Context: an optimization exercise on an open-source flow, tuned for small area, a short achievable clock period and few clock cycles. The choices shown serve that exercise and are no tape-out recipe. At most, simulation tests tie the RTL to the original design; equivalence was not proved.

Setup of run 1:
Design crc_channel, start of the top module:
module crc_channel (
    input  wire        clk,
    input  wire        rst,             
    input  wire        cmd_go,
    input  wire [2:0]  cmd_set,
    input  wire        cmd_expect_en,
    input  wire [31:0] cmd_len,
    input  wire [63:0] cmd_exp,
    input  wire        cmd_terminate,
    input  wire        in_valid,
    output wire        in_ready,
    input  wire [63:0] in_data,
    output reg         done,
    output wire [1:0]  state,
    output reg  [7:0]  code,
    output reg         match,
    output reg  [63:0] result
);
Size in the first run: roughly 3,800 cells after synthesis, about 320 flip-flops, ~250 I/O pins, roughly 33,000 sq um of cells after synthesis.
==> flow/config.mk <==
export PLATFORM = sky130hd
export DESIGN_NAME = crc_channel
export DESIGN_NICKNAME = crc_channel
export VERILOG_FILES = /design/flow/design.v
export SDC_FILE = /design/flow/constraint.sdc
export NUM_CORES = 4
export LEC_CHECK = 0
export CAP_MARGIN = 20
export CORE_MARGIN = 2
export CORE_UTILIZATION = 40
export CTS_BUF_LIST = sky130_fd_sc_hd__clkbuf_8
export SLEW_MARGIN = 58
export SYNTH_HIERARCHICAL = 1
==> flow/constraint.sdc <==
create_clock -name core_clock -period 20.0 [get_ports {clk}]
set_input_delay 4.0000 -clock core_clock [delete_from_list [all_inputs] [get_ports {clk}]]
set_output_delay 4.0000 -clock core_clock [all_outputs]
set_load 0.01 [all_outputs]
standard.sh (not shown) runs the stock make flow with config.mk's settings and CLKGATE_MAP_FILE= SYNTH_SCRIPT=/design/flow/synth_recipe.tcl, a recipe that flattens the netlist after the stock synthesis.
==> flow/flow/run.sh <==
#!/bin/bash
# The standard layout (standard.sh: standard synthesis, floorplan, placement,
# CTS, routing, finish), with one change: the buffers that buffer_ports puts on
# every input and output port are sky130_fd_sc_hd__buf_2 cells instead of the
# cell buffer_ports picks by itself (clkdlybuf4s50_1, a delay cell).
# make's full output goes to flow_make.log here; each ORFS step also writes its
# own log under orfs/logs/.
set -euo pipefail
bash standard.sh 'BUFFER_PORTS_ARGS=-buffer_cell sky130_fd_sc_hd__buf_2' finish > flow_make.log 2>&1
diff inputs: run 1 => run 2
Settings: CORE_UTILIZATION now 50, was 40; PLACE_DENSITY now 0.7, previously not set.
Notes after the runs:
Compared with run 1, the detailed router inserted more vias in run 2. From run 1 to run 2 the numbers moved as follows: total non-filler cell area in the finished layout went down about 0.8%, clock-buffer cell count fell by about 8%. Core area was higher in the run labelled run 1. From run 1 to run 2 the numbers moved as follows: non-clock buffer count decreased 2.8%, share of final-layout standard cells stronger than drive strength 1 went down. Taking run 1 as the reference, in run 2 synthesized cell count level, fmax moved up. Source of the critical timing path: cmd_set[1] -> run 2, cmd_len[0] -> run 1.
Function was not checked in any run of this note: the RTL went through the layout flow alone.


== P ==
crc_channel, a different RTL version from the one above (not shown whole).
Size in the first run: ~3800 cells after synthesis, ~320 flip-flops, ~250 I/O pins, about 33000 um2 of cells after synthesis.
Design crc_channel, start of the top module:
module crc_channel (
    input  wire        clk,
    input  wire        rst,             
    input  wire        cmd_go,
    input  wire [2:0]  cmd_set,
    input  wire        cmd_expect_en,
    input  wire [31:0] cmd_len,
    input  wire [63:0] cmd_exp,
    input  wire        cmd_terminate,
    input  wire        in_valid,
    output wire        in_ready,
    input  wire [63:0] in_data,
    output reg         done,
    output wire [1:0]  state,
    output reg  [7:0]  code,
    output reg         match,
    output reg  [63:0] result
);
    localparam [7:0] DONE_OK          = 8'h00;
    localparam [7:0] REJECTED_INVALID = 8'h10;
    localparam [7:0] ABORTED_FAULT    = 8'h21;
    localparam [7:0] FAILED_CHECK     = 8'h32;
    reg        run_q;       
    reg        st_q;        
    reg        rdy_q;       
    reg        valid_q;     
    reg        pend_q;      
    reg        first_q;     
    reg        nb_q;        
    reg [4:0]  sel_q;       
    reg [2:0]  k_q;         
    reg [7:0]  mh_q;        
    reg [6:0]  mt_q;        
    reg        rj_q;        
    reg        z_q;         
    reg        exp_en_q;
    reg [63:0] xexp_q;      
    reg [31:3] rem_q;       
    reg [63:0] rot_q;       
    reg [63:0] crc_q;       
    wire       idle    = !run_q;
    wire       invalid = cmd_set[2] & (cmd_set[1] | cmd_set[0]);
    wire       len0    = (cmd_len == 32'd0);
    wire       start   = idle && cmd_go && !invalid && !len0;
    wire       take    = in_valid && rdy_q;
    wire       proc    = run_q && valid_q;
    wire       knz     = (k_q != 3'd0);
    wire       last    = (rem_q[31:4] == 28'd0) && !(rem_q[3] && knz);
    wire       gt16    = (rem_q[31:5] != 27'd0) || (rem_q[4] && (rem_q[3] || knz));
    wire [4:0] sel_in  = (cmd_set == 3'd0) ? 5'b00001 :
                         (cmd_set == 3'd1) ? 5'b00010 :
                         (cmd_set == 3'd2) ? 5'b00100 :
  ...
clock: 20.0 ns
lec_check: 0
cap_margin: 20
core_margin: 2
core_utilization: 40
cts_buf_list: sky130_fd_sc_hd__clkbuf_8
slew_margin: 40
synth_hierarchical: 1
Scripts as last shown in full above: flow/flow/run.sh
Testbench counts of P, summed over its fixed seeds: cycles 18,581.
--- input diff P..Q ---
# P
export LEC_CHECK = 0
export CAP_MARGIN = 20
export CORE_MARGIN = 2
export CORE_UTILIZATION = 40
export CTS_BUF_LIST = sky130_fd_sc_hd__clkbuf_8
export SLEW_MARGIN = 40
export SYNTH_HIERARCHICAL = 1
create_clock -name core_clock -period 20.0 [get_ports {clk}]
# Q
export LEC_CHECK = 0
export CAP_MARGIN = 20
export CORE_MARGIN = 2
export CORE_UTILIZATION = 40
export CTS_BUF_LIST = sky130_fd_sc_hd__clkbuf_8
export SLEW_MARGIN = 58
export SYNTH_HIERARCHICAL = 1
create_clock -name core_clock -period 20.0 [get_ports {clk}]
### Flow results
Higher area used by multi-input combinational logic among Q and P: Q
The count of inserted antenna diode cells in Q sits 3 below the value recorded for P.
Looking at minimum setup slack after placement, Q sits 0.047 ns above P.
For R, these inputs were changed with respect to Q:
# Q
export LEC_CHECK = 0
export CAP_MARGIN = 20
export CORE_MARGIN = 2
export CORE_UTILIZATION = 40
export CTS_BUF_LIST = sky130_fd_sc_hd__clkbuf_8
export SLEW_MARGIN = 58
export SYNTH_HIERARCHICAL = 1
create_clock -name core_clock -period 20.0 [get_ports {clk}]
# R
export LEC_CHECK = 0
export CAP_MARGIN = 20
export CORE_MARGIN = 2
export CORE_UTILIZATION = 50
export CTS_BUF_LIST = sky130_fd_sc_hd__clkbuf_8
export PLACE_DENSITY = 0.7
export SLEW_MARGIN = 50
export SYNTH_HIERARCHICAL = 1
create_clock -name core_clock -period 20.0 [get_ports {clk}]
## What came out
- Compared with Q, R shows count of non-CTS buffers in the layout that has gone down by a few percent.
- Compared to Q, R has ratio of final minimum period to clock period 0.74 points higher.
- R vs Q, worst setup slack went down by 0.15 ns.
- Worst hold slack in R is 0.0071 ns higher than in Q
- Final core utilization, R and Q: smaller value in Q
- Number of buffers and inverters on the critical path came out higher on R than on Q.
diff inputs: R => S
# R
export LEC_CHECK = 0
export CAP_MARGIN = 20
export CORE_MARGIN = 2
export CORE_UTILIZATION = 50
export CTS_BUF_LIST = sky130_fd_sc_hd__clkbuf_8
export PLACE_DENSITY = 0.7
export SLEW_MARGIN = 50
export SYNTH_HIERARCHICAL = 1
create_clock -name core_clock -period 20.0 [get_ports {clk}]
# S
export LEC_CHECK = 0
export CAP_MARGIN = 20
export CORE_MARGIN = 2
export CORE_UTILIZATION = 40
export CTS_BUF_LIST = sky130_fd_sc_hd__clkbuf_4
export SLEW_MARGIN = 50
export SYNTH_HIERARCHICAL = 1
create_clock -name core_clock -period 20.0 [get_ports {clk}]
==> run summary <==
Having completed the whole flow, S delivered a layout that passed the timing, design-rule and antenna checks.
Against R, S reports a count of buffer and inverter cells on the critical path that is higher.
Beginning of the critical path = cmd_len[1]: R; beginning of the critical path = mh_q[1]$_DFFE_PN_: S
Going from R to S, utilization lower, count of clock-buffer cells in the layout higher, count of inserted antenna diode cells higher.
S ends up with higher data arrival time at the worst-slack endpoint than R does.
For tap cell instance count, dividing the value from R by the value from S gives 0.807.
In the metrics for R and S, the one carrying the higher number of antenna violations at the first check in global routing is S.
Minimum period implied by the final worst setup slack: S vs R up 0.46 ns
Going from R to S, global routing usage summed across all routing layers shrinks by 9.9 points.
What T does differently from S at the input level:
# S
export LEC_CHECK = 0
export CAP_MARGIN = 20
export CORE_MARGIN = 2
export CORE_UTILIZATION = 40
export CTS_BUF_LIST = sky130_fd_sc_hd__clkbuf_4
export SLEW_MARGIN = 50
export SYNTH_HIERARCHICAL = 1
create_clock -name core_clock -period 20.0 [get_ports {clk}]
# T
export LEC_CHECK = 0
export CAP_MARGIN = 50
export CORE_MARGIN = 2
export CORE_UTILIZATION = 40
export CTS_BUF_LIST = sky130_fd_sc_hd__clkbuf_8
export SLEW_MARGIN = 50
export SYNTH_HIERARCHICAL = 1
create_clock -name core_clock -period 20.0 [get_ports {clk}]
Results
Reported for S and T, maximum fanout along the worst path turned out identical to the last digit. The headroom to the max-slew limit in T sits 1.9 points above the value recorded for S. Reported for S and T, post-placement cell area turned out identical to the last digit.

==> port drivers added, routing unchanged <==
Ports are ideal in the flow. The routed layouts listed here were re-timed in OpenROAD.
Step 1 (the two cells are an assumption about what drives the block):
set clk [get_ports {clk}]
set_driving_cell -lib_cell sky130_fd_sc_hd__clkbuf_16 $clk
set_driving_cell -lib_cell sky130_fd_sc_hd__buf_2 [delete_from_list [all_inputs] $clk]
Step 2, shift: input delay + t, output delay - t, t = (earliest + latest rising clock arrival at the registers) / 2. This alone moves slack from input paths to output paths.
a / b / c = ideal ports / drivers / drivers and shift; a / b = the first two.
run | t, ns | setup WS [ns] | worst slew at a driven data input, ns | cell pins on the clock port's net
run 1 | 0.686 | 13.982 / 13.988 / 13.302 | 0.07 | 1
run 2 | 0.687 | 14.429 / 14.462 / 13.775 | 0.11 | 1
P | 0.699 | 13.948 / 13.948 / 13.744 | 0.09 | 1
Q | 0.686 | 14.518 / 14.539 / 13.853 | 0.09 | 1
R | 0.663 | 14.371 / 14.347 / 13.684 | 0.08 | 1
S | 0.855 | 13.913 / 13.913 / 13.784 | 0.09 | 1
T | 0.718 | 14.383 / 14.383 / 13.774 | 0.08 | 1
After both steps every run listed still meets setup and hold. For R, which loses most, drivers alone change the setup slack by -0.024 ns; drivers and shift together by -0.687 ns.
